This design comes from an exercise in tuning for small area and a short achievable clock period on the open sky130 flow, not from production work.
The RTL was checked by simulation tests, not by an equivalence proof against the original design.
Power and IR drop assume default switching activity.

==> design.v <==
module lt_decode (
    input  wire [3:0]  fmt,
    input  wire [15:0] x,
    input  wire [7:0]  scale,
    output reg         is_nan,
    output reg         is_inf,
    output reg         fs,
    output reg  [11:0] v,
    output wire        nz,
    output reg  [7:0]  ef,
    output wire [7:0]  sc,
    output reg  [3:0]  tz
);
    wire is_mx = fmt[3] && (fmt[2:0] <= 3'd5);
    assign sc  = is_mx ? scale : 8'd127;
    wire scale_nan = is_mx && (scale == 8'hFF);
    wire [3:0] e43 = x[6:3];
    wire [4:0] e52 = x[6:2];
    wire [1:0] e23 = x[4:3];
    wire [2:0] e32 = x[4:2];
    wire [1:0] e21 = x[2:1];
    wire [7:0] ebf = x[14:7];
    wire [4:0] ehf = x[14:10];
    wire [7:0] i8  = x[7:0];
    reg fnan;
    always @(*) begin
        fnan   = 1'b0;
        is_inf = 1'b0;
        fs     = 1'b0;
        v      = 12'd0;
        ef     = 8'd0;
        case (fmt)
            4'd0, 4'd8: begin
                fs = x[7];
                if (e43 == 4'hF && x[2:0] == 3'h7) fnan = 1'b1;
                v  = {8'd0, (e43 != 4'd0), x[2:0]};
                ef = {4'd0, e43[3:1], e43[0] | (e43 == 4'd0)};
            end
            4'd1, 4'd9: begin
                fs = x[7];
                if (e52 == 5'h1F) begin
                    if (x[1:0] == 2'd0) is_inf = 1'b1;
                    else                fnan   = 1'b1;
                end
                v  = {9'd0, (e52 != 5'd0), x[1:0]};
                ef = {3'd0, e52[4:1], e52[0] | (e52 == 5'd0)};
            end
            4'd2, 4'd10: begin
                fs = x[5];
                v  = {8'd0, (e23 != 2'd0), x[2:0]};
                ef = {6'd0, e23[1], e23[0] | (e23 == 2'd0)};
            end
            4'd3, 4'd11: begin
                fs = x[5];
                v  = {9'd0, (e32 != 3'd0), x[1:0]};
                ef = {5'd0, e32[2:1], e32[0] | (e32 == 3'd0)};
            end
            4'd4, 4'd12: begin
                fs = x[3];
                v  = {10'd0, (e21 != 2'd0), x[0]};
                ef = {6'd0, e21[1], e21[0] | (e21 == 2'd0)};
            end
            4'd5, 4'd13: begin
                v  = {{4{i8[7]}}, i8};
            end
            4'd6: begin
                fs = x[15];
                if (ebf == 8'hFF) begin
                    if (x[6:0] == 7'd0) is_inf = 1'b1;
                    else                fnan   = 1'b1;
                end
                v  = {4'd0, (ebf != 8'd0), x[6:0]};
                ef = {ebf[7:1], ebf[0] | (ebf == 8'd0)};
            end
            4'd7: begin
                fs = x[15];
                if (ehf == 5'h1F) begin
                    if (x[9:0] == 10'd0) is_inf = 1'b1;
                    else                 fnan   = 1'b1;
                end
                v  = {1'b0, (ehf != 5'd0), x[9:0]};
                ef = {3'd0, ehf[4:1], ehf[0] | (ehf == 5'd0)};
            end
            default: fnan = 1'b1;
        endcase
        is_nan = fnan || scale_nan;
    end
    assign nz = (v != 12'd0) && !is_nan && !is_inf;
    integer k;
    always @(*) begin
        tz = 4'd0;
        for (k = 10; k >= 0; k = k - 1)
            if (v[k]) tz = k[3:0];
    end
endmodule
module lt_bias (
    input  wire [3:0]        fmt,
    output reg  signed [9:0] b
);
    always @(*) begin
        case (fmt[2:0])
            3'd0:    b = -10'sd137;    
            3'd1:    b = -10'sd144;    
            3'd2:    b = -10'sd131;    
            3'd3:    b = -10'sd132;    
            3'd4:    b = -10'sd129;    
            3'd5:    b = fmt[3] ? -10'sd133 : -10'sd127;    
            3'd6:    b = -10'sd261;    
            default: b = -10'sd152;    
        endcase
    end
endmodule
module lt_booth (
    input  wire [11:0] a,
    output reg  [5:0]  one,     
    output reg  [5:0]  two,     
    output reg  [5:0]  ng       
);
    integer k;
    reg [2:0] t;
    always @(*) begin
        for (k = 0; k < 6; k = k + 1) begin
            t = {a[2*k+1], a[2*k], (k == 0) ? 1'b0 : a[2*k-1]};
            one[k] = t[1] ^ t[0];
            two[k] = (t == 3'b100) || (t == 3'b011);
            ng[k]  = t[2];
        end
    end
endmodule
module lt_mul (
    input  wire [5:0]  one,
    input  wire [5:0]  two,
    input  wire [11:0] b,
    input  wire [5:0]  nx,
    output wire [22:0] p
);
    reg [12:0] row [0:5];
    integer k, i;
    always @(*) begin
        for (k = 0; k < 6; k = k + 1)
            for (i = 0; i < 13; i = i + 1)
                row[k][i] = ((one[k] && b[(i < 12) ? i : 11]) ||
                             (two[k] && (i > 0) && b[(i > 0) ? i - 1 : 0])) ^ nx[k];
    end
    wire w1 = row[0][10] ^ row[1][8];
    wire w2 = row[0][10] & row[1][8];
    wire w3 = row[0][11] ^ row[1][9];
    wire w4 = row[0][11] & row[1][9];
    wire w5 = row[0][12] ^ row[1][10];
    wire w6 = row[0][12] & row[1][10];
    wire w7 = row[0][12] ^ row[1][11];
    wire w8 = row[0][12] & row[1][11];
    wire w9 = ~row[0][12] ^ ~row[1][12];
    wire w10 = ~row[0][12] & ~row[1][12];
    wire w11 = row[0][6] ^ row[1][4];
    wire w12 = row[0][6] & row[1][4];
    wire w13 = row[0][7] ^ row[1][5];
    wire w14 = row[0][7] & row[1][5];
    wire w15 = row[0][8] ^ row[1][6] ^ row[2][4];
    wire w16 = (row[0][8] & row[1][6]) | (row[0][8] & row[2][4]) | (row[1][6] & row[2][4]);
    wire w17 = row[3][2] ^ row[4][0];
    wire w18 = row[3][2] & row[4][0];
    wire w19 = row[0][9] ^ row[1][7] ^ row[2][5];
    wire w20 = (row[0][9] & row[1][7]) | (row[0][9] & row[2][5]) | (row[1][7] & row[2][5]);
    wire w21 = row[3][3] ^ row[4][1];
    wire w22 = row[3][3] & row[4][1];
    wire w23 = row[2][6] ^ row[3][4] ^ row[4][2];
    wire w24 = (row[2][6] & row[3][4]) | (row[2][6] & row[4][2]) | (row[3][4] & row[4][2]);
    wire w25 = row[5][0] ^ nx[5] ^ w1;
    wire w26 = (row[5][0] & nx[5]) | (row[5][0] & w1) | (nx[5] & w1);
    wire w27 = row[2][7] ^ row[3][5] ^ row[4][3];
    wire w28 = (row[2][7] & row[3][5]) | (row[2][7] & row[4][3]) | (row[3][5] & row[4][3]);
    wire w29 = row[5][1] ^ w2 ^ w3;
    wire w30 = (row[5][1] & w2) | (row[5][1] & w3) | (w2 & w3);
    wire w31 = row[2][8] ^ row[3][6] ^ row[4][4];
    wire w32 = (row[2][8] & row[3][6]) | (row[2][8] & row[4][4]) | (row[3][6] & row[4][4]);
    wire w33 = row[5][2] ^ w4 ^ w5;
    wire w34 = (row[5][2] & w4) | (row[5][2] & w5) | (w4 & w5);
    wire w35 = row[2][9] ^ row[3][7] ^ row[4][5];
    wire w36 = (row[2][9] & row[3][7]) | (row[2][9] & row[4][5]) | (row[3][7] & row[4][5]);
    wire w37 = row[5][3] ^ w6 ^ w7;
    wire w38 = (row[5][3] & w6) | (row[5][3] & w7) | (w6 & w7);
    wire w39 = row[2][10] ^ row[3][8] ^ row[4][6];
    wire w40 = (row[2][10] & row[3][8]) | (row[2][10] & row[4][6]) | (row[3][8] & row[4][6]);
    wire w41 = row[5][4] ^ w8 ^ w9;
    wire w42 = (row[5][4] & w8) | (row[5][4] & w9) | (w8 & w9);
    wire w43 = 1'b1 ^ row[2][11] ^ row[3][9];
    wire w44 = (1'b1 & row[2][11]) | (1'b1 & row[3][9]) | (row[2][11] & row[3][9]);
    wire w45 = row[4][7] ^ row[5][5] ^ w10;
    wire w46 = (row[4][7] & row[5][5]) | (row[4][7] & w10) | (row[5][5] & w10);
    wire w47 = ~row[2][12] ^ row[3][10] ^ row[4][8];
    wire w48 = (~row[2][12] & row[3][10]) | (~row[2][12] & row[4][8]) | (row[3][10] & row[4][8]);
    wire w49 = 1'b1 ^ row[3][11];
    wire w50 = 1'b1 & row[3][11];
    wire w51 = row[0][4] ^ row[1][2];
    wire w52 = row[0][4] & row[1][2];
    wire w53 = row[0][5] ^ row[1][3];
    wire w54 = row[0][5] & row[1][3];
    wire w55 = row[2][2] ^ row[3][0] ^ nx[3];
    wire w56 = (row[2][2] & row[3][0]) | (row[2][2] & nx[3]) | (row[3][0] & nx[3]);
    wire w57 = row[2][3] ^ row[3][1] ^ w12;
    wire w58 = (row[2][3] & row[3][1]) | (row[2][3] & w12) | (row[3][1] & w12);
    wire w59 = nx[4] ^ w14 ^ w15;
    wire w60 = (nx[4] & w14) | (nx[4] & w15) | (w14 & w15);
    wire w61 = w16 ^ w18 ^ w19;
    wire w62 = (w16 & w18) | (w16 & w19) | (w18 & w19);
    wire w63 = w20 ^ w22 ^ w23;
    wire w64 = (w20 & w22) | (w20 & w23) | (w22 & w23);
    wire w65 = w24 ^ w26 ^ w27;
    wire w66 = (w24 & w26) | (w24 & w27) | (w26 & w27);
    wire w67 = w28 ^ w30 ^ w31;
    wire w68 = (w28 & w30) | (w28 & w31) | (w30 & w31);
    wire w69 = w32 ^ w34 ^ w35;
    wire w70 = (w32 & w34) | (w32 & w35) | (w34 & w35);
    wire w71 = w36 ^ w38 ^ w39;
    wire w72 = (w36 & w38) | (w36 & w39) | (w38 & w39);
    wire w73 = w40 ^ w42 ^ w43;
    wire w74 = (w40 & w42) | (w40 & w43) | (w42 & w43);
    wire w75 = row[5][6] ^ w44 ^ w46;
    wire w76 = (row[5][6] & w44) | (row[5][6] & w46) | (w44 & w46);
    wire w77 = row[4][9] ^ row[5][7] ^ w48;
    wire w78 = (row[4][9] & row[5][7]) | (row[4][9] & w48) | (row[5][7] & w48);
    wire w79 = ~row[3][12] ^ row[4][10] ^ row[5][8];
    wire w80 = (~row[3][12] & row[4][10]) | (~row[3][12] & row[5][8]) | (row[4][10] & row[5][8]);
    wire w81 = 1'b1 ^ row[4][11];
    wire w82 = 1'b1 & row[4][11];
    wire w83 = row[0][2] ^ row[1][0];
    wire w84 = row[0][2] & row[1][0];
    wire w85 = row[0][3] ^ row[1][1];
    wire w86 = row[0][3] & row[1][1];
    wire w87 = row[2][0] ^ nx[2] ^ w51;
    wire w88 = (row[2][0] & nx[2]) | (row[2][0] & w51) | (nx[2] & w51);
    wire w89 = row[2][1] ^ w52 ^ w53;
    wire w90 = (row[2][1] & w52) | (row[2][1] & w53) | (w52 & w53);
    wire w91 = w11 ^ w54 ^ w55;
    wire w92 = (w11 & w54) | (w11 & w55) | (w54 & w55);
    wire w93 = w13 ^ w56 ^ w57;
    wire w94 = (w13 & w56) | (w13 & w57) | (w56 & w57);
    wire w95 = w17 ^ w58 ^ w59;
    wire w96 = (w17 & w58) | (w17 & w59) | (w58 & w59);
    wire w97 = w21 ^ w60 ^ w61;
    wire w98 = (w21 & w60) | (w21 & w61) | (w60 & w61);
    wire w99 = w25 ^ w62 ^ w63;
    wire w100 = (w25 & w62) | (w25 & w63) | (w62 & w63);
    wire w101 = w29 ^ w64 ^ w65;
    wire w102 = (w29 & w64) | (w29 & w65) | (w64 & w65);
    wire w103 = w33 ^ w66 ^ w67;
    wire w104 = (w33 & w66) | (w33 & w67) | (w66 & w67);
    wire w105 = w37 ^ w68 ^ w69;
    wire w106 = (w37 & w68) | (w37 & w69) | (w68 & w69);
    wire w107 = w41 ^ w70 ^ w71;
    wire w108 = (w41 & w70) | (w41 & w71) | (w70 & w71);
    wire w109 = w45 ^ w72 ^ w73;
    wire w110 = (w45 & w72) | (w45 & w73) | (w72 & w73);
    wire w111 = w47 ^ w74 ^ w75;
    wire w112 = (w47 & w74) | (w47 & w75) | (w74 & w75);
    wire w113 = w49 ^ w76 ^ w77;
    wire w114 = (w49 & w76) | (w49 & w77) | (w76 & w77);
    wire w115 = w50 ^ w78 ^ w79;
    wire w116 = (w50 & w78) | (w50 & w79) | (w78 & w79);
    wire w117 = row[5][9] ^ w80 ^ w81;
    wire w118 = (row[5][9] & w80) | (row[5][9] & w81) | (w80 & w81);
    wire w119 = ~row[4][12] ^ row[5][10] ^ w82;
    wire w120 = (~row[4][12] & row[5][10]) | (~row[4][12] & w82) | (row[5][10] & w82);
    wire w121 = 1'b1 ^ row[5][11];
    wire w122 = 1'b1 & row[5][11];
    wire [22:0] x = {~row[5][12], w120, w118, w116, w114, w112, w110, w108, w106, w104, w102, w100, w98, w96, w94, w92, w90, w88, w86, w84, nx[1], row[0][1], row[0][0]};
    wire [22:0] y = {w122, w121, w119, w117, w115, w113, w111, w109, w107, w105, w103, w101, w99, w97, w95, w93, w91, w89, w87, w85, w83, 1'b0, nx[0]};
    assign p = x + y;
endmodule
module lt_clamp (
    input  wire [22:0] p,
    input  wire [4:0]  dc,
    input  wire        frc,
    output wire        clamp
);
    reg ge;
    integer i;
    always @(*) begin
        ge = 1'b0;
        for (i = 0; i < 22; i = i + 1)
            ge = ge | ((p[i] ^ p[22]) && (dc <= i));
    end
    assign clamp = frc || ge;
endmodule
module lt_tz (
    input  wire [11:0] v,
    output reg  [3:0]  tz
);
    integer k;
    always @(*) begin
        tz = 4'd0;
        for (k = 10; k >= 0; k = k - 1)
            if (v[k]) tz = k[3:0];
    end
endmodule
module lt_place (
    input  wire [22:0]  p,
    input  wire [7:0]   s8,
    input  wire         clamp,
    input  wire [127:0] hi,       
    output wire [127:0] t
);
    wire sg = p[22];
    wire cp = clamp && !sg;       
    wire cn = clamp && sg;        
    integer i, k, n;
    wire [3:0] r = s8[3:0];
    wire [3:0] q = s8[7:4];
    reg [37:0] f;
    always @(*) begin
        f = {{15{sg}}, p};
        for (k = 0; k < 4; k = k + 1)
            if (r[k])
                for (i = 37; i >= 0; i = i - 1)
                    f[i] = (i >= (1 << k)) ? f[(i >= (1 << k)) ? i - (1 << k) : 0] : 1'b0;
    end
    reg [9:0]   qsel;
    reg [10:0]  ext, extl;
    reg [127:0] u;
    integer m;
    always @(*) begin
        for (k = 0; k < 10; k = k + 1)
            qsel[k] = !clamp && (q == k);
        for (m = 0; m <= 10; m = m + 1) begin
            ext[m] = 1'b0;
            for (k = 0; k < m; k = k + 1)
                ext[m] = ext[m] | qsel[k];
            ext[m]  = ext[m] && sg;
            extl[m] = ext[m] || cp;
        end
        for (i = 0; i < 128; i = i + 1) begin
            m = 0;
            for (k = 0; k < 10; k = k + 1)
                if (i + 22 - 16 * k > 37) m = k + 1;
            u[i] = (i < 64) ? extl[m] : (ext[m] || (hi[i] ? cp : cn));
            for (k = 0; k < 10; k = k + 1) begin
                n = i + 22 - 16 * k;
                if (n >= 0 && n <= 37)
                    u[i] = u[i] | (qsel[k] && f[n]);
            end
        end
    end
    assign t = u;
endmodule
module lt_flush (
    input  wire [15:0] g,
    input  wire [15:0] p,
    input  wire        en,
    input  wire        clr,
    output wire [15:0] cin
);
    reg [15:0] gg, pp, gn, pn;
    integer i, l;
    always @(*) begin
        gg = g;
        pp = p;
        for (l = 1; l < 16; l = l * 2) begin
            gn = gg; pn = pp;
            for (i = 0; i < 16; i = i + 1)
                if (i >= l) begin
                    gn[i] = gg[i] | (pp[i] & gg[i-l]);
                    pn[i] = pp[i] & pp[i-l];
                end
            gg = gn; pp = pn;
        end
    end
    assign cin = {gg[14:0], 1'b0} & {16{en && !clr}};
endmodule
module long_acc4 (
    input  wire         clk,
    input  wire         rst,
    input  wire [1:0]   cmd,
    input  wire [8:0]   open_w,
    input  wire [5:0]   open_c,
    input  wire         open_clamp,
    input  wire         open_lost,
    input  wire [3:0]   fmt_a,
    input  wire [15:0]  a,
    input  wire [7:0]   scale_a,
    input  wire [3:0]   fmt_b,
    input  wire [63:0]  b,
    input  wire [31:0]  scale_b,
    output reg          out_valid,
    output wire [511:0] out_acc,
    output wire         out_clamp,
    output wire         out_lost
);
    localparam CMD_OPEN   = 2'd1;
    localparam CMD_UPDATE = 2'd2;
    localparam CMD_READ   = 2'd3;
    wire        ia_nan, ia_inf, ia_fs, ia_nz;
    wire [11:0] ia_v;
    wire [7:0]  ia_ef, ia_sc;
    wire [3:0]  ia_tz;
    wire [5:0]  ia_one, ia_two, ia_ng;
    lt_decode u_dec_a (
        .fmt(fmt_a), .x(a), .scale(scale_a),
        .is_nan(ia_nan), .is_inf(ia_inf), .fs(ia_fs), .v(ia_v), .nz(ia_nz),
        .ef(ia_ef), .sc(ia_sc), .tz(ia_tz)
    );
    lt_booth u_booth (.a(ia_v), .one(ia_one), .two(ia_two), .ng(ia_ng));
    reg         updD, rdD, clrD, oclD, olsD;
    reg [3:0]   faD, fbD;
    reg         anD, aiD, azD;
    reg [7:0]   aeD, asD;
    reg [3:0]   atD;
    reg [5:0]   oneD, twoD, ngD;
    reg [3:0]   negD;
    reg [11:0]  bvD  [0:3];
    reg [7:0]   beD  [0:3];
    reg [7:0]   bsD  [0:3];
    reg [3:0]   bnD, biD;
    reg signed [8:0] win_w;
    reg [5:0]   c_d;
    always @(posedge clk) begin
        updD <= !rst && (cmd == CMD_UPDATE);
        rdD  <= !rst && (cmd == CMD_READ);
        clrD <= rst || (cmd == CMD_OPEN);
        oclD <= !rst && open_clamp;
        olsD <= !rst && open_lost;
        faD  <= fmt_a;
        fbD  <= fmt_b;
        anD  <= ia_nan;
        aiD  <= ia_inf;
        azD  <= ia_nz;
        aeD  <= ia_ef;
        asD  <= ia_sc;
        atD  <= ia_tz;
        oneD <= ia_one;
        ngD  <= ia_ng;
        twoD <= ia_two;
        if (rst) begin
            win_w <= 9'sd0;
            c_d   <= 6'd0;
        end else if (cmd == CMD_OPEN) begin
            win_w <= open_w;
            c_d   <= open_c;
        end
    end
    genvar j;
    generate
        for (j = 0; j < 4; j = j + 1) begin : g_dec
            wire        ib_nan, ib_inf, ib_fs, ib_nz;
            wire [11:0] ib_v;
            wire [7:0]  ib_ef, ib_sc;
            wire [3:0]  ib_tz;
            lt_decode u_dec_b (
                .fmt(fmt_b), .x(b[16*j +: 16]), .scale(scale_b[8*j +: 8]),
                .is_nan(ib_nan), .is_inf(ib_inf), .fs(ib_fs), .v(ib_v), .nz(ib_nz),
                .ef(ib_ef), .sc(ib_sc), .tz(ib_tz)
            );
            always @(posedge clk) begin
                bvD[j] <= ib_v;
                beD[j] <= ib_ef;
                bsD[j] <= ib_sc;
                bnD[j] <= ib_nan;
                biD[j] <= ib_inf;
                negD[j] <= ia_fs ^ ib_fs;
            end
        end
    endgenerate
    wire signed [9:0] bias_a, bias_b;
    lt_bias u_bias_a (.fmt(faD), .b(bias_a));
    lt_bias u_bias_b (.fmt(fbD), .b(bias_b));
    wire signed [11:0] sh0 = $signed({4'd0, aeD}) + $signed({4'd0, asD})
                           + bias_a + bias_b - win_w;
    wire signed [11:0] kk  = $signed({5'd0, ~c_d[5:0]}) + 12'sd64;
    wire signed [11:0] sp0 = sh0 + 12'sd22;
    wire signed [11:0] dk  = kk - sh0;
    wire signed [11:0] lt0 = -(sh0 + $signed({8'd0, atD}));
    reg         rdM, clrM, oclM, olsM, updM;
    reg [5:0]   c_m;
    reg         fclM, flsM;
    reg [22:0]  pM   [0:3];
    reg [7:0]   sM   [0:3];
    reg [4:0]   dcM  [0:3];
    reg [3:0]   frcM;
    wire [3:0] fcl_n, fls_n;
    generate
        for (j = 0; j < 4; j = j + 1) begin : g_mul
            wire [22:0] p;
            lt_mul u_mul (
                .one(oneD), .two(twoD), .b(bvD[j]), .nx(ngD ^ {6{negD[j]}}), .p(p)
            );
            wire [3:0] btz;
            lt_tz u_tz (.v(bvD[j]), .tz(btz));
            wire b_nz   = (bvD[j] != 12'd0) && !bnD[j] && !biD[j];
            wire nz     = azD && b_nz;
            wire nan    = anD || bnD[j];
            wire inf    = !nan && (aiD || biD[j]);
            wire inf_nz = inf && (aiD || azD) && (biD[j] || b_nz);
            wire        [8:0]  e  = {1'b0, beD[j]} + {1'b0, bsD[j]};
            wire signed [11:0] sp = sp0 + $signed({3'd0, e});
            wire signed [11:0] d  = dk - $signed({3'd0, e});
            wire               lt = $signed({2'd0, e + {5'd0, btz}}) < lt0;
            wire [7:0] s8  = !(updD && nz) ? 8'hF0 : sp[11] ? 8'h00 : sp[7:0];
            wire [4:0] dc  = (updD && nz && !d[11] && (d < 12'sd22)) ? d[4:0] : 5'd31;
            wire       frc = updD && (inf_nz || (nz && d[11]));
            assign fcl_n[j] = updD && (nan || inf);
            assign fls_n[j] = updD && nz && lt;
            always @(posedge clk) begin
                pM[j]  <= p;
                sM[j]  <= s8;
                dcM[j]  <= dc;
                frcM[j] <= frc;
            end
        end
    endgenerate
    always @(posedge clk) begin
        rdM  <= rdD && !rst;
        updM <= updD;
        clrM <= clrD;
        oclM <= oclD;
        olsM <= olsD;
        fclM <= |fcl_n;
        flsM <= |fls_n;
        if (clrD)
            c_m <= c_d;
    end
    reg [127:0] hi;
    integer i;
    always @(*) begin
        for (i = 0; i < 128; i = i + 1)
            hi[i] = (i < 64) ? 1'b1 : (i == 127) ? 1'b0 : (c_m <= 6'(126 - i));
    end
    reg [127:0] acc [0:3];
    reg         flag_clamp, flag_lost;
    wire [3:0]  clB;
    generate
        for (j = 0; j < 4; j = j + 1) begin : g_acc
            wire [127:0] t, sum;
            lt_clamp u_clamp (.p(pM[j]), .dc(dcM[j]), .frc(frcM[j]), .clamp(clB[j]));
            lt_place u_place (
                .p(pM[j]), .s8(sM[j]), .clamp(clB[j]), .hi(hi), .t(t)
            );
            wire [127:0] ag = acc[j];
            reg  [15:1]  pc;
            wire [15:0]  pk = {pc, 1'b0};
            wire [16:0]  sc;                 
            wire [15:0]  lc;                 
            wire [15:0]  sg, sp;
            wire [128:0] cy;
            wire         fl = !updM && !clrM;
            genvar k;
            for (k = 0; k < 16; k = k + 1) begin : g_seg
                wire hi7 = &acc[j][8*k+1 +: 7];
                assign sg[k] = hi7 && acc[j][8*k] && pk[k];
                assign sp[k] = hi7 && (acc[j][8*k] ^ pk[k]);
            end
            lt_flush u_flush (.g(sg), .p(sp), .en(fl), .clr(clrM), .cin(lc));
            for (k = 0; k < 128; k = k + 1) begin : g_bit
                wire ci = (k % 8 == 0) ? (fl ? lc[k / 8] : (pk[k / 8] && !clrM)) : cy[k];
                wire tb = (k % 8 == 0) ? (t[k] || (fl && pk[k / 8])) : t[k];
                assign sum[k]  = ag[k] ^ tb ^ ci;
                assign cy[k+1] = (ag[k] & tb) | (ag[k] & ci) | (tb & ci);
            end
            for (k = 0; k < 16; k = k + 1) begin : g_sc
                assign sc[k+1] = cy[8*k+8];
            end
            assign cy[0] = 1'b0;
            assign sc[0] = 1'b0;
            always @(posedge clk) begin
                acc[j] <= sum & {128{!clrM}};
                pc     <= sc[15:1] & {15{updM}};
            end
            assign out_acc[128*j +: 128] = acc[j];
        end
    endgenerate
    always @(posedge clk) begin
        out_valid <= rdM && !rst;
        if (clrM) begin
            flag_clamp <= oclM;
            flag_lost  <= olsM;
        end else begin
            flag_clamp <= flag_clamp | fclM | (|clB);
            flag_lost  <= flag_lost  | flsM;
        end
    end
    assign out_clamp = flag_clamp;
    assign out_lost  = flag_lost;
endmodule
==> flow/run.sh <==
#!/bin/bash
# The standard layout, with plain buffers (not delay buffers) on the ports and
# timing repair aimed at 19.3 ns of setup slack.
set -uo pipefail
export BUFFER_PORTS_ARGS="-buffer_cell sky130_fd_sc_hd__buf_1"
export SETUP_SLACK_MARGIN=19.3
bash standard.sh > standard.log 2>&1
==> standard.sh <==
#!/bin/bash
# synth_recipe.tcl (not shown) runs the flow's synth.tcl, then flattens the netlist and writes it again
# the make line also repeats each setting of config.mk as NAME=value (left out here)
make -C /OpenROAD-flow-scripts/flow DESIGN_CONFIG=/design/flow/config.mk WORK_HOME=/design/flow/orfs CLKGATE_MAP_FILE= SYNTH_SCRIPT=/design/flow/synth_recipe.tcl "${@:-finish}"
==> config.mk <==
export PLATFORM = sky130hd
export DESIGN_NAME = long_acc4
export DESIGN_NICKNAME = long_acc4
export VERILOG_FILES = /design/flow/design.v
export SDC_FILE = /design/flow/constraint.sdc
export NUM_CORES = 8
export LEC_CHECK = 0
export CAP_MARGIN = 20
export CORE_MARGIN = 2
export CORE_UTILIZATION = 35
export SLEW_MARGIN = 20
==> constraint.sdc <==
create_clock -name core_clock -period 26.0 [get_ports {clk}]
set_input_delay 5.2000 -clock core_clock [delete_from_list [all_inputs] [get_ports {clk}]]
set_output_delay 5.2000 -clock core_clock [all_outputs]
set_load 0.01 [all_outputs]
==> summary.md, run 1 <==
| Metric | Value |
|---|---|
| Status | `timing/DRC/antenna clean` |
| CTS tree | `built` |
| Post-synthesis sequential area ratio | `23.0%` |
| CTS clk-pin slew, worst paths | `~0.060 ns` |
| GR Overflow Total | `0` |
| Worst path slowest cell | `dfxtp_1` |
| Post-Syn Instances | `roughly 9200` |
| DR vias | `74300` |
| Reg-to-Reg End | `acc[0][95]$_DFF_P_` |
| Crit path max-delay family | `flip-flops` |
| Top cell type's share of synthesized area | `22.7%` |
| Max Slew Vio Count | `0` |
| Commonest cells in the netlist | `dfxtp_1 (923), fa_1 (705), nand2_1 (610), nor2b_1 (576), xnor2_1 (568)` |
| Number of remaining DRC errors | `0` |
| Area growth, synth to finish | `14.4%` |
| Flop2flop setup slack | `19.41 ns` |
| Largest net degree at the start of global routing | `between 80 and 90` |
| Vias in the first global route | `71162` |
| Worst Path Arrival | `between 1 and 1.5 ns` |
| Initial Utilization | `35.3%` |
| Number of CTS-inserted buffers | `about 110` |
| Die area | `between 200000 and 250000 sq um` |
| Routed WL per cell | `between 20 and 30 um` |
| CP peak stage delay | `approximately 0.45 ns` |
| Metal1 wirelength | `144 mm` |
| Final Cycle Share | `between 20% and 30%` |
| Finished Cell Area | `93000 sq um` |
| Yosys warnings | `24` |
| Area leader, netlist | `dfxtp_1` |
| Crit path kind | `reg -> out` |
| Worst path bufs/invs | `1` |
| Initial antenna violation count | `12` |
| Die Ht | `486 um` |
| Critical Path RT | `approximately 21 ns` |
| Path depth of the worst reg2reg path | `15` |
| Hold path start | `olsD$_DFF_P_` |
| Final setup viols | `0` |
| Cell Area, Synth | `81300 sq um` |
| Most common cell in the netlist | `dfxtp_1` |
| Hold path cells | `0` |
| # clock sinks | `around 930` |
| Hold WC Path Type | `reg -> reg` |
| Synth async-reset ratio | `0%` |
| Yosys reg bits | `~930` |
| Crit path cell chain | `buf_1` |
| Routed wl met2 | `roughly 150 mm` |
| Worst-Margin Slew | `roughly 1.3 ns` |
| Worst r2r src | `c_m[4]$_DFFE_PP_` |
| Pwr/cell area | `between 150 and 200 nW/um^2` |
| Critical Path End Type | `primary output` |
| Root buffer cell | `clkbuf_16` |
| Layout cells sized above 1 | `12.4%` |
| Maximum root-to-sink buffer count | `3` |
| Synth unique cells | `100` |
| Global placement routability congestion | `0.990` |
| Number of max-cap violations | `0` |
| Max transition margin | `13.7%` |
| DRT Pass-1 Iters | `9` |
| Starting DRT DRC Count | `roughly 9000` |
| Peak supply drop | `0.171 mV` |
| H-tree depth | `3` |
| DPL Wire Length | `261 mm` |
| Final wirelength | `345 mm` |
| Fin. Hold Viols | `0` |
| Ys flop type | `dfxtp_1` |
| Area contributors post-synth | `dfxtp_1 (23%), fa_1 (17%), xnor2_1 (6.1%), ha_1 (5.5%), nor2b_1 (4.4%)` |
| Max Freq | `150 MHz` |
| Core box area | `between 200000 and 250000 sq um` |
| Die Width | `486 um` |
| Worst skew pair latency | `roughly 0.85 ns` |
| Leakage power | `between 30 and 40 nW` |
| End-of-flow core utilization | `about 40%` |
| Hold WS | `about 0.33 ns` |
| Top sig layer | `met5` |
| Vias per cell | `between 5 and 6` |
| Hold Path Sink | `olsM$_DFF_P_` |
| RSZ-0062 raised after global routing | `yes` |
| Setup Skew | `roughly 0.11 ns` |
| Port Buffers | `about 660` |
| Final TNS setup | `0 ns` |
| Synth Area per Inst | `8.84 sq um` |
| Total Nets Final | `about 11000` |
| Gr usage total | `roughly 28%` |
| Crit Path Max Fanout | `3` |
| First-pass GRT wire length | `496 mm` |
| I/O pins | `664` |
| DRT antenna net count | `0` |
| EDFF count, synth | `6` |
| Area post-placement | `~87000 sq um` |
| WL met3 | `35.8 mm` |
| CP Launch Point | `acc[2][83]$_DFF_P_` |
| Filler cells | `23126` |
| Tmin final | `approximately 6.7 ns` |
| CP Launch Type | `flip-flop` |
| Syn_nets | `10410` |
| Row count | `between 150 and 200` |
## registers in the layout (all words and copies together), names as in the netlist, 6 cells and up
signal    count
ngD           6
bvD          48
pM           92
dcM          20
acc         512
g_acc.pc     60
c_d           6
c_m           6
win_w         9
twoD          6
oneD          6
bsD          32
beD          32
asD           8
aeD           8
sM           32
## stage by stage
step	std cells	total power, mW	setup WS [ns]
2_1_floorplan	9196	9.66	19.27
3_3_place_gp	12486	12.7	18.26
3_5_place_dp	12488	12.9	18.17
4_1_cts	12713	14.8	19.30
5_1_grt	12755	16.3	19.24
6_report	12758	15.1	19.34
## what timing repair did
item / 4_1_cts / 5_1_grt
buffers inserted: 13 / 31
hold buffers: 0 / 0
resized for setup: 450 / 157
gates cloned: 1 / 6
endpoints found under the setup margin: 429 / 200
pin swaps: 1 / 16
## cell usage in the layout, fill, tap and decap left out, types with 39 or more instances in the layout
cell       synthesis  final
fa_1             705    699
dfxtp_1          923    686
nand2_1          610    603
nor2b_1          576    574
xnor2_1          568    557
buf_1             44    524
nor2_1           521    503
a21oi_1          521    497
inv_1            496    492
o21ai_0          472    461
a22oi_1          372    372
ha_1             360    358
buf_4              3    305
xor2_1           243    241
dfxtp_2            0    205
nand3_1          199    196
mux2i_1          171    168
a21o_1           124    124
clkbuf_16          0    117
and2_1           115    111
o211ai_1         109    109
nand2b_1         108    106
o221ai_1         104    104
nor3_1           109    102
nand4_1           89     89
o22ai_1           88     87
buf_2             46     72
mux2_2            63     63
o21bai_1          62     61
and3_1            49     45
or3_1             44     44
a31oi_1           52     43
a221o_1           39     39
## worst max-delay path by stage
stage,end,slack (ns),depth (start not counted)
2_1_floorplan,atD[0]$_SDFF_PP0_,19.27,13
3_3_place_gp,acc[1][55]$_DFF_P_,18.26,23
3_5_place_dp,acc[1][55]$_DFF_P_,18.17,23
4_1_cts,acc[1][55]$_DFF_P_,19.30,23
5_1_grt,acc[2][119]$_DFF_P_,19.24,21
6_report,out_acc[339],19.34,1
## worst reg2reg max path, stage by stage, from the launching register on
cell	delay [ns]
edfxtp_1	0.38
buf_4	0.26
o21ai_2	0.85
nand2_1	0.81
xnor2_1	0.39
a222oi_1	0.26
nand3_1	0.16
fa_1	0.44
fa_1	0.41
fa_1	0.41
fa_1	0.39
fa_1	0.39
fa_1	0.39
fa_1	0.39
fa_1	0.42
nor2b_1	0.13
## final cells by class
type	count	area (sq um)	share of cell area [%]
tap	3026	3790	4.07
antenna	7	17.5	0.0188
sequential	929	19000	20.5
multi-input combinational	7141	59100	63.6
timing repair buffer	939	5150	5.54
clock buffer	147	3150	3.38
inverter	505	1900	2.05
clock inverter	64	812	0.874
## cell families after synthesis
family	Yosys count	share of synthesized area, %
AO/OA/AOI/OAI	2408	19.9
flip-flops	929	23.0
buffers and inverters	1127	5.30
AND/OR/NAND/NOR	2563	16.0
adder cells (fa/ha/maj)	1088	23.2
XOR/XNOR	815	8.85
multiplexers	266	3.86
## routing by layer
layer	GRT usage [%]	up-vias
li1	-	33086
met1	38.0	36304
met2	42.4	4095
met3	6.95	811
met4	12.0	4
met5	0	-
## power by group
group | switching (mW) | internal (mW)
clock network | 0.723 | 0.971
registers | 0.555 | 1.87
logic | 6.61 | 4.39
==> run 2: changes to the inputs <==
--- a/config.mk
+++ b/config.mk
@@ -8,4 +8,4 @@
 export CAP_MARGIN = 20
 export CORE_MARGIN = 2
-export CORE_UTILIZATION = 35
+export CORE_UTILIZATION = 40
 export SLEW_MARGIN = 20
==> run 2 against run 1 <==
Maximum frequency down 0.11%. Hold slack worse by 0.0016 ns. Clock-buffer cell count up 2. Combinational power about the same. Non-clock buffer count down 7. Global-route usage up 3.2 points. Power down 0.59%. Highest routed layer unchanged.
==> summary.md, run 2 <==
| Metric | Value |
|---|---|
| Status | `timing/DRC/antenna clean` |
| DRT Pass-1 Iters | `9 (unchanged)` |
| Total Nets Final | `10833 (-0.083%)` |
| Worst path bufs/invs | `1 (unchanged)` |
| Crit Path Max Fanout | `3 (unchanged)` |
| Commonest cells after routing, fill and taps aside | `dfxtp_1 (843), fa_1 (703), buf_1 (609), nand2_1 (600), nor2b_1 (574)` |
| Flop2flop setup slack | `19.41 ns (about the same)` |
| Crit path cell chain | `buf_1` |
| Largest register FFs | `512 (unchanged)` |
| Yosys warnings | `24 (unchanged)` |
| Hold WC Path Type | `reg -> reg` |
| End-of-flow core utilization | `45.5% (+5.2 points)` |
| First-pass GRT wire length | `484 mm (-2.3%)` |
| DPL Wire Length | `249 mm (-4.5%)` |
| I/O pins | `664 (unchanged)` |
| Area post-placement | `86700 sq um (-0.53%)` |
| CP Launch Type | `flip-flop` |
| Critical Path RT | `20.80 ns (about the same)` |
| Filler cells | `19599 (-15%)` |
| Hold WS | `0.325 ns (-0.00157 ns)` |
| Pwr/cell area | `163 nW/um^2 (+0.41%)` |
| # clock sinks | `929 (unchanged)` |
| Global placement routability congestion | `1.00 (+0.98%)` |
| Port Buffers | `663 (unchanged)` |
| Synth unique cells | `100 (unchanged)` |
| Crit path max-delay family | `flip-flops` |
| Commonest non-fill, non-tap cell in the layout | `dfxtp_1` |
| Max transition margin | `11.0% (-2.7 points)` |
| Final Cycle Share | `25.6% (+0.028 points)` |
| Finished Cell Area | `92000 sq um (-0.99%)` |
| Worst skew pair latency | `0.82 ns (-0.03 ns)` |
| Number of CTS-inserted buffers | `110 (-1.8%)` |
| Setup Skew | `0.0606 ns (-0.0449 ns)` |
| Synth async-reset ratio | `0% (unchanged)` |
| Layout cells sized above 1 | `9.60% (-2.8 points)` |
| Vias per cell | `6.02 (+3.3%)` |
| Root buffer cell | `clkbuf_16` |
| Leakage power | `38.0 nW (-1.0%)` |
| Area growth, synth to finish | `13.2%` |
| Die Ht | `455 um (-6.4%)` |
| Worst Path Arrival | `1.47 ns (about the same)` |
| Largest regs | `acc (512), pM (92), g_acc.pc (60)` |
| Worst-Margin Slew | `1.33 ns (+0.0447 ns)` |
| Critical Path End Type | `primary output` |
| Area leader, netlist | `dfxtp_1` |
| Number of max-cap violations | `0 (unchanged)` |
| CP peak stage delay | `0.47 ns (+0.02 ns)` |
| Max Slew Vio Count | `0 (unchanged)` |
| Post-Syn Instances | `9196 (unchanged)` |
| Most common cell in the netlist | `dfxtp_1` |
| Top reg by flops | `acc` |
| Syn_nets | `10410 (unchanged)` |
| Final TNS setup | `0 ns (unchanged)` |
| Yosys reg bits | `929 (unchanged)` |
| Tmin final | `6.67 ns (+0.00720 ns)` |
| Die Width | `455 um (-6.4%)` |
| Die area | `207000 sq um (-12%)` |
| GR Overflow Total | `0 (unchanged)` |
| Core box area | `202000 sq um (-12%)` |
| CTS tree | `built` |
| Ys flop type | `dfxtp_1` |
| Final wirelength | `336 mm (-2.6%)` |
| Post-synthesis sequential area ratio | `23.0% (unchanged)` |
| Final setup viols | `0 (unchanged)` |
| Number of remaining DRC errors | `0 (unchanged)` |
| Peak supply drop | `0.204 mV (+20%)` |
| Initial Utilization | `40.2% (+5.0 points)` |
| Row count | `165 (-6.3%)` |
| EDFF count, synth | `6 (unchanged)` |
| Vias in the first global route | `71437 (+0.39%)` |
| Starting DRT DRC Count | `8664 (-5.5%)` |
| Cell Area, Synth | `81300 sq um (unchanged)` |
| Max Freq | `150 MHz (-0.11%)` |
| Cts hold-fix bufs | `0 (unchanged)` |
| Crit path kind | `reg -> out` |
| DRT antenna net count | `0 (unchanged)` |
| Gr usage total | `31.3% (+3.2 points)` |
| Worst path slowest cell | `dfxtp_1` |
| Synth Area per Inst | `8.84 sq um (unchanged)` |
| Top cell type's share of synthesized area | `22.7% (unchanged)` |
| DR vias | `74528 (+0.31%)` |
| Commonest cells in the netlist | `dfxtp_1 (923), fa_1 (705), nand2_1 (610), nor2b_1 (576), xnor2_1 (568)` |
| H-tree depth | `3 (unchanged)` |
| CTS clk-pin slew, worst paths | `0.06 ns (about the same)` |
| Maximum root-to-sink buffer count | `3 (unchanged)` |
| Largest net degree at the start of global routing | `174 (+100%)` |
| Initial antenna violation count | `12 (unchanged)` |
| Area contributors post-synth | `dfxtp_1 (23%), fa_1 (17%), xnor2_1 (6.1%), ha_1 (5.5%), nor2b_1 (4.4%)` |
| Fin. Hold Viols | `0 (unchanged)` |
| RSZ-0062 raised after global routing | `yes` |
| Routed WL per cell | `27.1 um (+0.30%)` |
-- run 2: metal layers --
metal | track usage, % | wire, um
met1 | 41.3 | 136000
met4 | 17.0 | 21600
met3 | 6.83 | 33000
met2 | 47.7 | 145000
met5 | 0 | 43
-- run 2: power by group --
group,switching (mW),internal [mW],leakage (nW)
sequential,0.546,1.85,7.63
clock,0.699,1.00,1.91
combinational,6.52,4.41,28.4
-- run 2: path summary, 6_finish.rpt --
| check | startpoint | to | cells past startpoint |
|---|---|---|---|
| setup reg to reg | faD[1]$_DFF_P_ | sM[1][2]$_SDFF_PP0_ | 23 |
| hold / removal | olsD$_DFF_P_ | olsM$_DFF_P_ | 0 |
| hold reg to reg | olsD$_DFF_P_ | olsM$_DFF_P_ | 0 |
| setup / recovery | acc[3][93]$_DFF_P_ | out_acc[477] | 1 |
-- run 2: logic make-up after synthesis --
logic type | count (synthesis) | synth area share [%]
flip-flops | 929 | 23.0
AO/OA/AOI/OAI | 2408 | 19.9
buffers and inverters | 1127 | 5.30
multiplexers | 266 | 3.86
AND/OR/NAND/NOR | 2563 | 16.0
adder cells (fa/ha/maj) | 1088 | 23.2
XOR/XNOR | 815 | 8.85
-- run 2: through the flow --
step	std cells	setup WS, ns	total power, mW
after detailed placement	12128	17.99	12.8
after floorplan	9196	19.27	9.66
after global routing	12381	19.07	16.2
final	12385	19.33	15.0
after CTS	12343	19.30	14.7
after global placement	12128	18.02	12.7
-- run 2: area by class of cell --
| cell class | instances | area (sq um) | area share, % |
|---|---|---|---|
| well taps | 2672 | 3340 | 3.63 |
| diodes | 5 | 12.5 | 0.0136 |
| flip-flops and latches | 929 | 18800 | 20.4 |
| multi-input cells | 7141 | 59100 | 64.2 |
| inverters | 505 | 1900 | 2.07 |
| repair buffers | 932 | 4950 | 5.38 |
| clock inverters | 52 | 762 | 0.828 |
| clock buffers | 149 | 3170 | 3.45 |
-- run 2: timing repair --
item                       in CTS  in global routing
setup buffers                  11                 30
setup endpoints to repair     275                151
pin swaps                       0                 17
cloned                          3                  6
resized for setup             162                111
==> run 3: changes to the inputs <==
--- a/config.mk
+++ b/config.mk
@@ -8,4 +8,6 @@
 export CAP_MARGIN = 20
 export CORE_MARGIN = 2
-export CORE_UTILIZATION = 40
+export CORE_UTILIZATION = 35
+export CTS_CLUSTER_DIAMETER = 100
+export CTS_CLUSTER_SIZE = 18
 export SLEW_MARGIN = 20
==> run 3 against run 2 <==
Still clean. Clock power fell by 32%. Global-route usage shrank 3.3 points. Die area increased by 14%. Largest power group unchanged.
==> summary.md, run 3 <==
| Metric | Value |
|---|---|
| Status | `timing/DRC/antenna clean` |
| Yosys warnings | `24 (unchanged)` |
| Commonest cells in the netlist | `dfxtp_1 (923), fa_1 (705), nand2_1 (610), nor2b_1 (576), xnor2_1 (568)` |
| Max Slew Vio Count | `0 (unchanged)` |
| Number of max-cap violations | `0 (unchanged)` |
| CP Launch Type | `flip-flop` |
| Die area | `236000 sq um (+14%)` |
| Max Freq | `150 MHz (-0.25%)` |
| Filler cells | `23307 (+19%)` |
| Critical Path RT | `20.80 ns (about the same)` |
| Routed WL per cell | `27.1 um (about the same)` |
| First-pass GRT wire length | `493 mm (+1.9%)` |
| Fin. Hold Viols | `0 (unchanged)` |
| Synth Area per Inst | `8.84 sq um (unchanged)` |
| Worst path slowest cell | `dfxtp_1` |
| Worst path bufs/invs | `1 (unchanged)` |
| Cell Area, Synth | `81300 sq um (unchanged)` |
| Ys flop type | `dfxtp_1` |
| Critical Path End Type | `primary output` |
| Adder-cell share of the synthesized area | `23.2% (unchanged)` |
| Area contributors post-synth | `dfxtp_1 (23%), fa_1 (17%), xnor2_1 (6.1%), ha_1 (5.5%), nor2b_1 (4.4%)` |
| DR vias | `74352 (-0.24%)` |
| Reg-to-Reg End | `acc[1][55]$_DFF_P_` |
| Total Nets Final | `10811 (-0.20%)` |
| Number of CTS-inserted buffers | `71 (-35%)` |
| CP Launch Point | `acc[2][72]$_DFF_P_` |
| Pwr/cell area | `160 nW/um^2 (-2.2%)` |
| H-tree depth | `3 (unchanged)` |
| Top cell type's share of synthesized area | `22.7% (unchanged)` |
| Final setup viols | `0 (unchanged)` |
| Path depth of the worst reg2reg path | `23 (unchanged)` |
| Leakage power | `37.2 nW (-1.9%)` |
| Vias in the first global route | `70673 (-1.1%)` |
| Crit path max-delay family | `flip-flops` |
| Row count | `176 (+6.7%)` |
| Commonest non-fill, non-tap cell in the layout | `dfxtp_1` |
| Global placement routability congestion | `0.990 (-0.97%)` |
| Starting DRT DRC Count | `8983 (+3.7%)` |
| CP Depth | `1 (unchanged)` |
| Die Width | `486 um (+6.8%)` |
| DRT antenna net count | `0 (unchanged)` |
| Post-synthesis sequential area ratio | `23.0% (unchanged)` |
| Final Cycle Share | `25.7% (+0.065 points)` |
| Syn_nets | `10410 (unchanged)` |
| Tmin final | `6.68 ns (+0.0170 ns)` |
| Crit path kind | `reg -> out` |
| Largest register FFs | `512 (unchanged)` |
| Initial Utilization | `35.3% (-5.0 points)` |
| Hold WC Path Type | `reg -> reg` |
| Synth async-reset ratio | `0% (unchanged)` |
| Worst r2r src | `pM[1][22]$_DFF_P_` |
| Gr usage total | `28.0% (-3.3 points)` |
| Final TNS setup | `0 ns (unchanged)` |
| Root buffer cell | `clkbuf_16` |
| Worst-Margin Slew | `1.25 ns (-0.0770 ns)` |
| Layout cells sized above 1 | `9.43% (-0.17 points)` |
| Die Ht | `486 um (+6.8%)` |
| Max transition margin | `15.9% (+4.9 points)` |
| Largest family of logic cells by synthesized area | `adder cells` |
| Worst skew pair latency | `0.79 ns (-0.03 ns)` |
| Initial antenna violation count | `13 (+1)` |
| Area leader, netlist | `dfxtp_1` |
| Synth unique cells | `100 (unchanged)` |
| DPL Wire Length | `261 mm (+4.8%)` |
| CP peak stage delay | `0.48 ns (about the same)` |
| Synth Area in Compound Gates | `19.9% (unchanged)` |
| CTS tree | `built` |
| End-of-flow core utilization | `39.4% (-6.1 points)` |
| Largest regs | `acc (512), pM (92), g_acc.pc (60)` |
| Worst setup endpoint | `out_acc[328]` |
| Most common cell in the netlist | `dfxtp_1` |
| Top reg by flops | `acc` |
| Core box area | `231000 sq um (+14%)` |
| I/O pins | `664 (unchanged)` |
| Post-Syn Instances | `9196 (unchanged)` |
| RSZ-0062 raised after global routing | `yes` |
| Number of remaining DRC errors | `0 (unchanged)` |
| Setup Skew | `0.0676 ns (+0.00695 ns)` |
| DRT Pass-1 Iters | `8 (-1)` |
| Crit path cell chain | `buf_2` |
| CTS clk-pin slew, worst paths | `0.09 ns (+0.03 ns)` |
| # clock sinks | `929 (unchanged)` |
| Largest net degree at the start of global routing | `86 (-51%)` |
| Mux contribution to synthesized area | `3.86% (unchanged)` |
| Worst Path Arrival | `1.48 ns (about the same)` |
| Peak supply drop | `0.168 mV (-18%)` |
| Area growth, synth to finish | `11.8%` |
| Crit Path Max Fanout | `5 (+2)` |
| Synth Area in XOR/XNOR | `8.85% (unchanged)` |
| GR Overflow Total | `0 (unchanged)` |
| Flop2flop setup slack | `19.44 ns (+0.03 ns)` |
| Final wirelength | `344 mm (+2.3%)` |
| Commonest cells after routing, fill and taps aside | `dfxtp_1 (841), fa_1 (700), nand2_1 (602), buf_1 (579), nor2b_1 (574)` |
| Vias per cell | `5.87 (-2.4%)` |
| EDFF count, synth | `6 (unchanged)` |
| Yosys reg bits | `929 (unchanged)` |
| Cts hold-fix bufs | `0 (unchanged)` |
| Simple-Gate Fraction of Synth Area | `16.0% (unchanged)` |
| Port Buffers | `663 (unchanged)` |
| Maximum root-to-sink buffer count | `3 (unchanged)` |
==> run 3: kinds of logic (layout without fill, tap and decap cells) <==
| kind of cell | after synthesis | count (layout) |
|---|---|---|
| AND/OR/NAND/NOR | 2563 | 2564 |
| AO/OA/AOI/OAI | 2408 | 2408 |
| buffers and inverters | 1127 | 1558 |
| adder cells (fa/ha/maj) | 1088 | 1088 |
| flip-flops | 929 | 929 |
| XOR/XNOR | 815 | 815 |
| multiplexers | 266 | 266 |
| other | 0 | 8 |
==> run 3: area by class of cell <==
cell class	count	area [sq um]	area share, %
Multi-Input combinational cell	7141	59100	65.1
Sequential cell	929	18800	20.7
Clock buffer	78	1830	2.02
Clock inverter	26	384	0.423
Antenna cell	8	20.0	0.0220
Timing Repair Buffer	949	5040	5.54
Tap cell	3026	3790	4.17
Inverter	505	1900	2.09
==> run 3: how the worst min path moves through the flow <==
stage | to | from | slack [ns] | cells past startpoint
detailed placement | olsM$_DFF_P_ | olsD$_DFF_P_ | 0.31 | 0
floorplan | oclM$_DFF_P_ | oclD$_DFF_P_ | 0.31 | 0
CTS | olsM$_DFF_P_ | olsD$_DFF_P_ | 0.34 | 0
global route | olsM$_DFF_P_ | olsD$_DFF_P_ | 0.34 | 0
global placement | olsM$_DFF_P_ | olsD$_DFF_P_ | 0.31 | 0
finish | olsM$_DFF_P_ | olsD$_DFF_P_ | 0.33 | 0
==> run 3: timing repair <==
action / 4_1_cts / 5_1_grt
pin swaps: 2 / 16
endpoints found under the hold margin: 0 / 0
setup buffers: 14 / 40
gates cloned: 2 / 5
resized for setup: 190 / 141
endpoints found under the setup margin: 291 / 191
==> run 3: metal layers <==
| metal | track usage, % | part of all wire (%) |
|---|---|---|
| met5 | 0 | 0.012 |
| met4 | 11.7 | 5.0 |
| met3 | 6.67 | 10 |
| met2 | 42.3 | 43 |
| met1 | 38.1 | 42 |
==> run 3: worst reg2reg max path, delay by kind of cell (launching register included) <==
family,cells,cell delay (ns)
AO/OA/AOI/OAI,5,1.05
AND/OR/NAND/NOR,6,0.83
buffers and inverters,2,0.40
flip-flops,1,0.37
adder cells (fa/ha/maj),9,3.65
XOR/XNOR,1,0.13
==> run 3: stage by stage <==
step	cells	instance area [sq um]	setup WS (ns)	power (mW)	hold WS, ns
after floorplan	9196	81400	19.27	9.66	0.310
after global placement	12486	87100	18.26	12.7	0.311
after detailed placement	12488	87200	18.17	12.9	0.315
after CTS	12608	90000	19.25	14.2	0.335
after global routing	12657	90900	19.25	15.7	0.341
final	12662	90900	19.32	14.5	0.332
==> run 3: power breakdown <==
group	switching [mW]	internal (mW)
registers	0.555	1.85
logic	6.59	4.37
clock network	0.616	0.543
total	7.76	6.76
==> run 4: changes to the inputs <==
==> flow/run.sh (replaced) <==
#!/bin/bash
# The standard layout, with plain buffers (not delay buffers) on the ports and
# timing repair aimed at 19.2 ns of setup slack.
set -uo pipefail
export BUFFER_PORTS_ARGS="-buffer_cell sky130_fd_sc_hd__buf_1"
export SETUP_SLACK_MARGIN=19.2
bash standard.sh > standard.log 2>&1
--- a/config.mk
+++ b/config.mk
@@ -9,5 +9,3 @@
 export CORE_MARGIN = 2
 export CORE_UTILIZATION = 35
-export CTS_CLUSTER_DIAMETER = 100
-export CTS_CLUSTER_SIZE = 18
 export SLEW_MARGIN = 20
==> run 4 against run 3 <==
Core utilization rose by 0.60 points. Global-route usage barely moved. Maximum frequency fell by 1.2%. Flip-flop and latch count did not move. Sequential share of layout area fell by 0.37 points. Highest routed layer unchanged. Via count rose by 0.75%.
==> summary.md, run 4 <==
| Metric | Value |
|---|---|
| Number of CTS-inserted buffers | `113 (+59%)` |
| Final non-filler cell total | `12741 (+0.62%)` |
| Setup Skew | `0.109 ns (+0.0416 ns)` |
| Crit Path Max Fanout | `3 (-2)` |
| Cts hold-fix bufs | `0 (unchanged)` |
| I/O pins | `664 (unchanged)` |
| Syn_nets | `10410 (unchanged)` |
| Ys flop type | `dfxtp_1` |
| Area contributors post-synth | `dfxtp_1 (23%), fa_1 (17%), xnor2_1 (6.1%), ha_1 (5.5%), nor2b_1 (4.4%)` |
| Crit path max-delay family | `flip-flops` |
| Area leader, netlist | `dfxtp_1` |
| Commonest non-fill, non-tap cell in the layout | `dfxtp_1` |
| Top reg by flops | `acc` |
| Initial antenna violation count | `19 (+6)` |
| # clock sinks | `929 (unchanged)` |
| Hold WC Path Type | `reg -> reg` |
| DP Worst Slack | `18.25 ns (+0.0778 ns)` |
| Worst Path Arrival | `1.57 ns (+0.09 ns)` |
| Critical Path End Type | `primary output` |
| Worst path slowest cell | `dfxtp_1` |
| Commonest cells after routing, fill and taps aside | `dfxtp_1 (881), fa_1 (704), nand2_1 (604), buf_1 (601), nor2b_1 (575)` |
| Core box area | `231000 sq um (unchanged)` |
| First-pass GRT wire length | `495 mm (+0.44%)` |
| Pwr/cell area | `163 nW/um^2 (+2.3%)` |
| Post-Syn Instances | `9196 (unchanged)` |
| Global placement routability congestion | `1.01 (+1.7%)` |
| GR Overflow Total | `0 (unchanged)` |
| Placed cells | `12474 (-0.11%)` |
| Max Freq | `148 MHz (-1.2%)` |
| Largest regs | `acc (512), pM (92), g_acc.pc (60)` |
| Die Ht | `486 um (unchanged)` |
| Area growth, synth to finish | `13.5%` |
| Max transition margin | `9.72% (-6.1 points)` |
| Synth unique cells | `100 (unchanged)` |
| Yosys reg bits | `929 (unchanged)` |
| CP peak stage delay | `0.42 ns (-0.06 ns)` |
| DPL Wire Length | `259 mm (-0.74%)` |
| Final setup viols | `0 (unchanged)` |
| Most common cell in the netlist | `dfxtp_1` |
| Die area | `236000 sq um (unchanged)` |
| Critical Path RT | `20.80 ns (about the same)` |
| Starting DRT DRC Count | `9634 (+7.2%)` |
| EDFF count, synth | `6 (unchanged)` |
| Final wirelength | `345 mm (+0.35%)` |
| CTS clk-pin slew, worst paths | `0.06 ns (-0.03 ns)` |
| H-tree depth | `3 (unchanged)` |
| Commonest cells in the netlist | `dfxtp_1 (923), fa_1 (705), nand2_1 (610), nor2b_1 (576), xnor2_1 (568)` |
| Post-synthesis sequential area ratio | `23.0% (unchanged)` |
| Crit path cell chain | `buf_1` |
| Status | `timing/DRC/antenna clean` |
| Crit path kind | `reg -> out` |
| Row count | `176 (unchanged)` |
| Vias in the first global route | `71737 (+1.5%)` |
| CTS tree | `built` |
| Worst-Margin Slew | `1.35 ns (+0.0954 ns)` |
| Total Nets Final | `10825 (+0.13%)` |
| Worst skew pair latency | `0.85 ns (+0.06 ns)` |
| Number of remaining DRC errors | `0 (unchanged)` |
| Number of max-cap violations | `0 (unchanged)` |
| Hold WS | `0.328 ns (-0.00431 ns)` |
| Die Width | `486 um (unchanged)` |
| CP Launch Type | `flip-flop` |
| Peak supply drop | `0.142 mV (-15%)` |
| Max Slew Vio Count | `0 (unchanged)` |
| Fin. Hold Viols | `0 (unchanged)` |
| DR vias | `74907 (+0.75%)` |
| Synth Area per Inst | `8.84 sq um (unchanged)` |
| Final TNS setup | `0 ns (unchanged)` |
| Largest net degree at the start of global routing | `89 (+3.5%)` |
| RSZ-0062 raised after global routing | `yes` |
| Yosys warnings | `24 (unchanged)` |
| Gr usage total | `28.0% (about the same)` |
| Worst Setup Slack, final | `19.23 ns (-0.0842 ns)` |
| Cell Area, Synth | `81300 sq um (unchanged)` |
| Largest register FFs | `512 (unchanged)` |
| Initial Utilization | `35.3% (unchanged)` |
| Routed WL per cell | `27.1 um (-0.27%)` |
| Worst path bufs/invs | `1 (unchanged)` |
| Vias per cell | `5.88 (+0.12%)` |
| Leakage power | `37.9 nW (+1.8%)` |
| Tmin final | `6.77 ns (+0.0842 ns)` |
| DRT antenna net count | `0 (unchanged)` |
| Port Buffers | `663 (unchanged)` |
| Maximum root-to-sink buffer count | `3 (unchanged)` |
| Top cell type's share of synthesized area | `22.7% (unchanged)` |
| DRT Pass-1 Iters | `10 (+2)` |
| Synth async-reset ratio | `0% (unchanged)` |
| Layout cells sized above 1 | `9.09% (-0.34 points)` |
| Final Cycle Share | `26.0% (+0.32 points)` |
| Root buffer cell | `clkbuf_16` |
-- run 4: cell counts after synthesis --
No cell type changed its count.
-- run 4: timing repair --
item                                    4_1_cts  5_1_grt
resized for setup                           113      101
gates cloned                                  0        8
endpoints found under the setup margin      231      173
buffers inserted                              7       30
pin swaps                                     1       11
-- run 4: cell families after synthesis --
family,after synthesis,synth area share [%]
XOR/XNOR,815,8.85
AO/OA/AOI/OAI,2408,19.9
multiplexers,266,3.86
buffers and inverters,1127,5.30
AND/OR/NAND/NOR,2563,16.0
adder cells (fa/ha/maj),1088,23.2
flip-flops,929,23.0
-- run 4: layout make-up --
cell class	instances	area, sq um
fill	23035	138000
multi-input combinational	7141	58900
sequential	929	18700
timing repair buffer	921	4770
tap	3026	3790
clock buffer	137	3090
inverter	505	1900
clock inverter	77	1040
antenna	5	12.5
-- run 4: where the power goes --
part,switching [mW],internal [mW],leakage (nW)
Sequential,0.560,1.84,7.61
Clock,0.725,1.03,2.01
Combinational,6.58,4.35,28.3
Total,7.86,7.22,37.9
-- run 4: layer usage --
layer	vias to the layer above	part of all wire, %	track usage, %
met5	-	0.013	0
met4	6	5.7	13.4
met3	866	11	7.07
met2	4333	42	41.3
met1	36643	42	38.0
li1	33059	-	-
-- run 4: stage by stage --
stage               total power [mW]  cell area, sq um  utilization, %
floorplan                       9.66             81300               -
global placement                12.6             87000            37.7
detailed placement              12.8             87000            37.7
CTS                             14.7             91500            39.7
global route                    16.2             92300            40.0
finish                          15.1             92300            40.0
-- run 4: path summary, 6_finish.rpt --
path | start | endpoint | slack, ns | depth (start not counted)
worst max-delay path | acc[0][113]$_DFF_P_ | out_acc[113] | 19.23 | 1
worst max register to register | c_m[3]$_DFFE_PP_ | acc[0][95]$_DFF_P_ | 19.26 | 15
worst min-delay path | olsD$_DFF_P_ | olsM$_DFF_P_ | 0.33 | 0
worst min register to register | olsD$_DFF_P_ | olsM$_DFF_P_ | 0.33 | 0
==> run 5: changes to the inputs <==
==> flow/run.sh (replaced) <==
#!/bin/bash
# The standard layout, with plain buffers (not delay buffers) on the ports and
# timing repair aimed at 19.4 ns of setup slack.
set -uo pipefail
export BUFFER_PORTS_ARGS="-buffer_cell sky130_fd_sc_hd__buf_1"
export SETUP_SLACK_MARGIN=19.4
bash standard.sh > standard.log 2>&1
==> run 5 against run 4 <==
Global-route usage up 0.61 points. Non-clock buffer count is 208 higher. Via count is 0.88% higher. Register-to-register slack better by 0.29 ns. Critical path depth stayed put. Sequential power about the same. Critical path type unchanged. Largest power group unchanged. Highest routed layer unchanged.
==> summary.md, run 5 <==
| Metric | Value |
|---|---|
| Area contributors post-synth | `dfxtp_1 (23%), fa_1 (17%), xnor2_1 (6.1%), ha_1 (5.5%), nor2b_1 (4.4%)` |
| Combinational share of power | `73.4% (+0.9 points)` |
| Crit path kind | `reg -> out` |
| Switching part of the total | `51.5% (-0.64 points)` |
| Initial antenna violation count | `19 (unchanged)` |
| GR Overflow Total | `0 (unchanged)` |
| Fin. Hold Viols | `0 (unchanged)` |
| Final wirelength | `350 mm (+1.6%)` |
| Area growth, synth to finish | `19.1%` |
| Crit path cell chain | `buf_6` |
| I/O pins | `664 (unchanged)` |
| Max transition margin | `15.1% (+5.4 points)` |
| Ys flop type | `dfxtp_1` |
| Pint | `7.49 mW (+3.8%)` |
| Cts hold-fix bufs | `0 (unchanged)` |
| Die Width | `486 um (unchanged)` |
| Max Slew Vio Count | `0 (unchanged)` |
| Worst path bufs/invs | `1 (unchanged)` |
| Synth Area per Inst | `8.84 sq um (unchanged)` |
| Placed cells | `12482 (+0.064%)` |
| Area leader, netlist | `dfxtp_1` |
| CP Launch Type | `flip-flop` |
| Pwr/cell area | `159 nW/um^2 (-2.4%)` |
| Leakage power | `41.1 nW (+8.4%)` |
| CTS clk-pin slew, worst paths | `0.08 ns (+0.02 ns)` |
| # clock sinks | `929 (unchanged)` |
| Top reg by flops | `acc` |
| CP Launch Point | `acc[2][94]$_DFF_P_` |
| Post-synthesis sequential area ratio | `23.0% (unchanged)` |
| Multi-input logic area | `59400 sq um (+0.74%)` |
| Commonest cells in the netlist | `dfxtp_1 (923), fa_1 (705), nand2_1 (610), nor2b_1 (576), xnor2_1 (568)` |
| End-of-flow core utilization | `42.0% (+2.0 points)` |
| Register area | `19900 sq um (+6.1%)` |
| Reg-to-Reg End | `acc[1][87]$_DFF_P_` |
| Finished Cell Area | `96800 sq um (+5.0%)` |
| Worst Setup Slack, final | `19.42 ns (+0.182 ns)` |
| DPL Wire Length | `261 mm (+0.83%)` |
| RSZ-0062 raised after global routing | `yes` |
| Initial Utilization | `35.3% (unchanged)` |
| Synth Area in XOR/XNOR | `8.85% (unchanged)` |
| Row count | `176 (unchanged)` |
| Post-Syn Instances | `9196 (unchanged)` |
| Status | `timing/DRC/antenna clean` |
| Final TNS setup | `0 ns (unchanged)` |
| Switch Pwr | `7.95 mW (+1.1%)` |
| Layout cells sized above 1 | `20.3% (+11 points)` |
| Adder-cell share of the synthesized area | `23.2% (unchanged)` |
| Number of CTS-inserted buffers | `112 (-0.88%)` |
| Final setup viols | `0 (unchanged)` |
| Critical Path RT | `20.80 ns (about the same)` |
| Worst setup endpoint | `out_acc[350]` |
| Global placement routability congestion | `0.997 (-0.98%)` |
| Crit Path Max Fanout | `2 (-1)` |
| Yosys warnings | `24 (unchanged)` |
| DP Worst Slack | `18.31 ns (+0.0657 ns)` |
| Flop2flop setup slack | `19.55 ns (+0.29 ns)` |
| Cell Area, Synth | `81300 sq um (unchanged)` |
| Largest register FFs | `512 (unchanged)` |
| Starting DRT DRC Count | `9283 (-3.6%)` |
| Yosys reg bits | `929 (unchanged)` |
| Total power | `15.4 mW (+2.4%)` |
| Worst Path Arrival | `1.38 ns (-0.19 ns)` |
| Largest family of logic cells by synthesized area | `adder cells` |
| Largest regs | `acc (512), pM (92), g_acc.pc (60)` |
| Crit path max-delay family | `flip-flops` |
| Synth async-reset ratio | `0% (unchanged)` |
| Setup Skew | `0.119 ns (+0.00979 ns)` |
| Die Ht | `486 um (unchanged)` |
| Core box area | `231000 sq um (unchanged)` |
| Die area | `236000 sq um (unchanged)` |
| CTS tree | `built` |
| Final non-filler cell total | `12943 (+1.6%)` |
| CP Depth | `1 (unchanged)` |
| Synth Area in Compound Gates | `19.9% (unchanged)` |
| Max Freq | `152 MHz (+2.8%)` |
| Critical Path End Type | `primary output` |
| Mux contribution to synthesized area | `3.86% (unchanged)` |
| H-tree depth | `3 (unchanged)` |
| Largest net degree at the start of global routing | `154 (+73%)` |
| DR vias | `75563 (+0.88%)` |
| Maximum root-to-sink buffer count | `3 (unchanged)` |
| Routed WL per cell | `27.1 um (about the same)` |
| DRT Pass-1 Iters | `8 (-2)` |
| Synth unique cells | `100 (unchanged)` |
| Gr usage total | `28.6% (+0.61 points)` |
| Worst path slowest cell | `dfxtp_4` |
| Number of max-cap violations | `0 (unchanged)` |
| Simple-Gate Fraction of Synth Area | `16.0% (unchanged)` |
| Total Nets Final | `11032 (+1.9%)` |
| Top cell type's share of synthesized area | `22.7% (unchanged)` |
| Root buffer cell | `clkbuf_16` |
| Vias in the first global route | `72961 (+1.7%)` |
| Worst-Margin Slew | `1.27 ns (-0.0761 ns)` |
| Area post-placement | `87100 sq um (+0.16%)` |
| Syn_nets | `10410 (unchanged)` |
| Path depth of the worst reg2reg path | `23 (+8)` |
| DRT antenna net count | `0 (unchanged)` |
| Final Cycle Share | `25.3% (-0.70 points)` |
| EDFF count, synth | `6 (unchanged)` |
| Tmin final | `6.58 ns (-0.182 ns)` |
| Peak supply drop | `0.145 mV (+1.6%)` |
| Vias per cell | `5.84 (-0.70%)` |
| Sequential share of power | `15.8% (about the same)` |
| Worst r2r src | `pM[1][22]$_DFF_P_` |
| Filler cells | `22652 (-1.7%)` |
| Port Buffers | `663 (unchanged)` |
| Commonest cells after routing, fill and taps aside | `fa_1 (688), nand2_1 (598), nor2b_1 (574), xnor2_1 (556), nor2_1 (501)` |
| Worst skew pair latency | `0.86 ns (about the same)` |
| Most common cell in the netlist | `dfxtp_1` |
| Commonest non-fill, non-tap cell in the layout | `fa_1` |
| Power share of the clock group | `10.8% (-0.8 points)` |
| Number of remaining DRC errors | `0 (unchanged)` |
| Hold WC Path Type | `reg -> reg` |
| CP peak stage delay | `0.39 ns (-0.03 ns)` |
| Hold WS | `0.333 ns (+0.00565 ns)` |
| First-pass GRT wire length | `505 mm (+1.9%)` |
==> run 5: cell counts after synthesis <==
Identical to the previous run, type by type.
==> run 5: final cells by class <==
| type | instances | share of cell area, % |
|---|---|---|
| multi-input cells | 7141 | 61.3 |
| clock inverters | 54 | 0.740 |
| well taps | 3026 | 3.91 |
| diodes | 8 | 0.0207 |
| inverters | 505 | 1.96 |
| flip-flops and latches | 929 | 20.5 |
| clock buffers | 151 | 3.24 |
| repair buffers | 1129 | 8.27 |
==> run 5: worst min-delay path by stage <==
stage,from,to,slack (ns),cells past startpoint
floorplan,oclD$_DFF_P_,oclM$_DFF_P_,0.31,0
global placement,olsD$_DFF_P_,olsM$_DFF_P_,0.31,0
detailed placement,oclD$_DFF_P_,oclM$_DFF_P_,0.33,0
CTS,oclD$_DFF_P_,oclM$_DFF_P_,0.34,0
global route,oclD$_DFF_P_,oclM$_DFF_P_,0.35,0
finish,oclD$_DFF_P_,oclM$_DFF_P_,0.33,0
==> run 5: metal layers <==
layer / vias up / share of wire, % / wire [um] / GRT usage (%)
met1: 37017 / 41 / 144000 / 38.4
met5: - / 0.035 / 124 / 0
met4: 10 / 5.4 / 18800 / 13.1
li1: 33470 / - / - / -
met2: 4250 / 43 / 151000 / 43.1
met3: 816 / 11 / 36800 / 7.06
==> run 5: power by group through the flow <==
stage | Sequential, mW | Clock, mW | Combinational (mW)
5_1_grt | 2.47 | 1.76 | 12.4
2_1_floorplan | 2.26 | 0 | 7.40
3_3_place_gp | 2.43 | 0 | 10.2
6_report | 2.43 | 1.67 | 11.3
3_5_place_dp | 2.45 | 0 | 10.4
4_1_cts | 2.42 | 1.70 | 11.0
==> run 5: what timing repair did <==
item / in CTS / in global routing
setup endpoints to repair: 686 / 193
setup buffers: 201 / 39
pin swaps: 2 / 26
gates cloned: 2 / 5
gates resized for setup: 1512 / 175
==> run 5: logic make-up after synthesis <==
group	count (synthesis)
adder cells (fa/ha/maj)	1088
buffers and inverters	1127
multiplexers	266
AO/OA/AOI/OAI	2408
AND/OR/NAND/NOR	2563
flip-flops	929
XOR/XNOR	815
==> run 5: worst register-to-register path, stage by stage (launching register included) <==
cell and delay (ns):
dfxtp_4 0.41, buf_4 0.19, xor2_1 0.15, a21oi_1 0.09
o31ai_1 0.28, o21ai_0 0.14, a21oi_1 0.26, nor4_4 0.09
buf_12 0.18, and2b_4 0.23, nand2_2 0.14, nor2_1 0.06
buf_4 0.21, a221oi_2 0.26, o211ai_1 0.22, fa_2 0.41
fa_1 0.41, fa_1 0.41, fa_1 0.39, fa_1 0.39
fa_1 0.39, fa_1 0.39, fa_1 0.43, nor2b_1 0.14

Setup slack of run 5, layout unchanged: 19.415 ns with ideal ports, 19.320 ns with driving cells assumed (clock clkbuf_16, inputs buf_2), 18.651 ns with port delays also shifted by the 0.904 ns mid clock arrival.
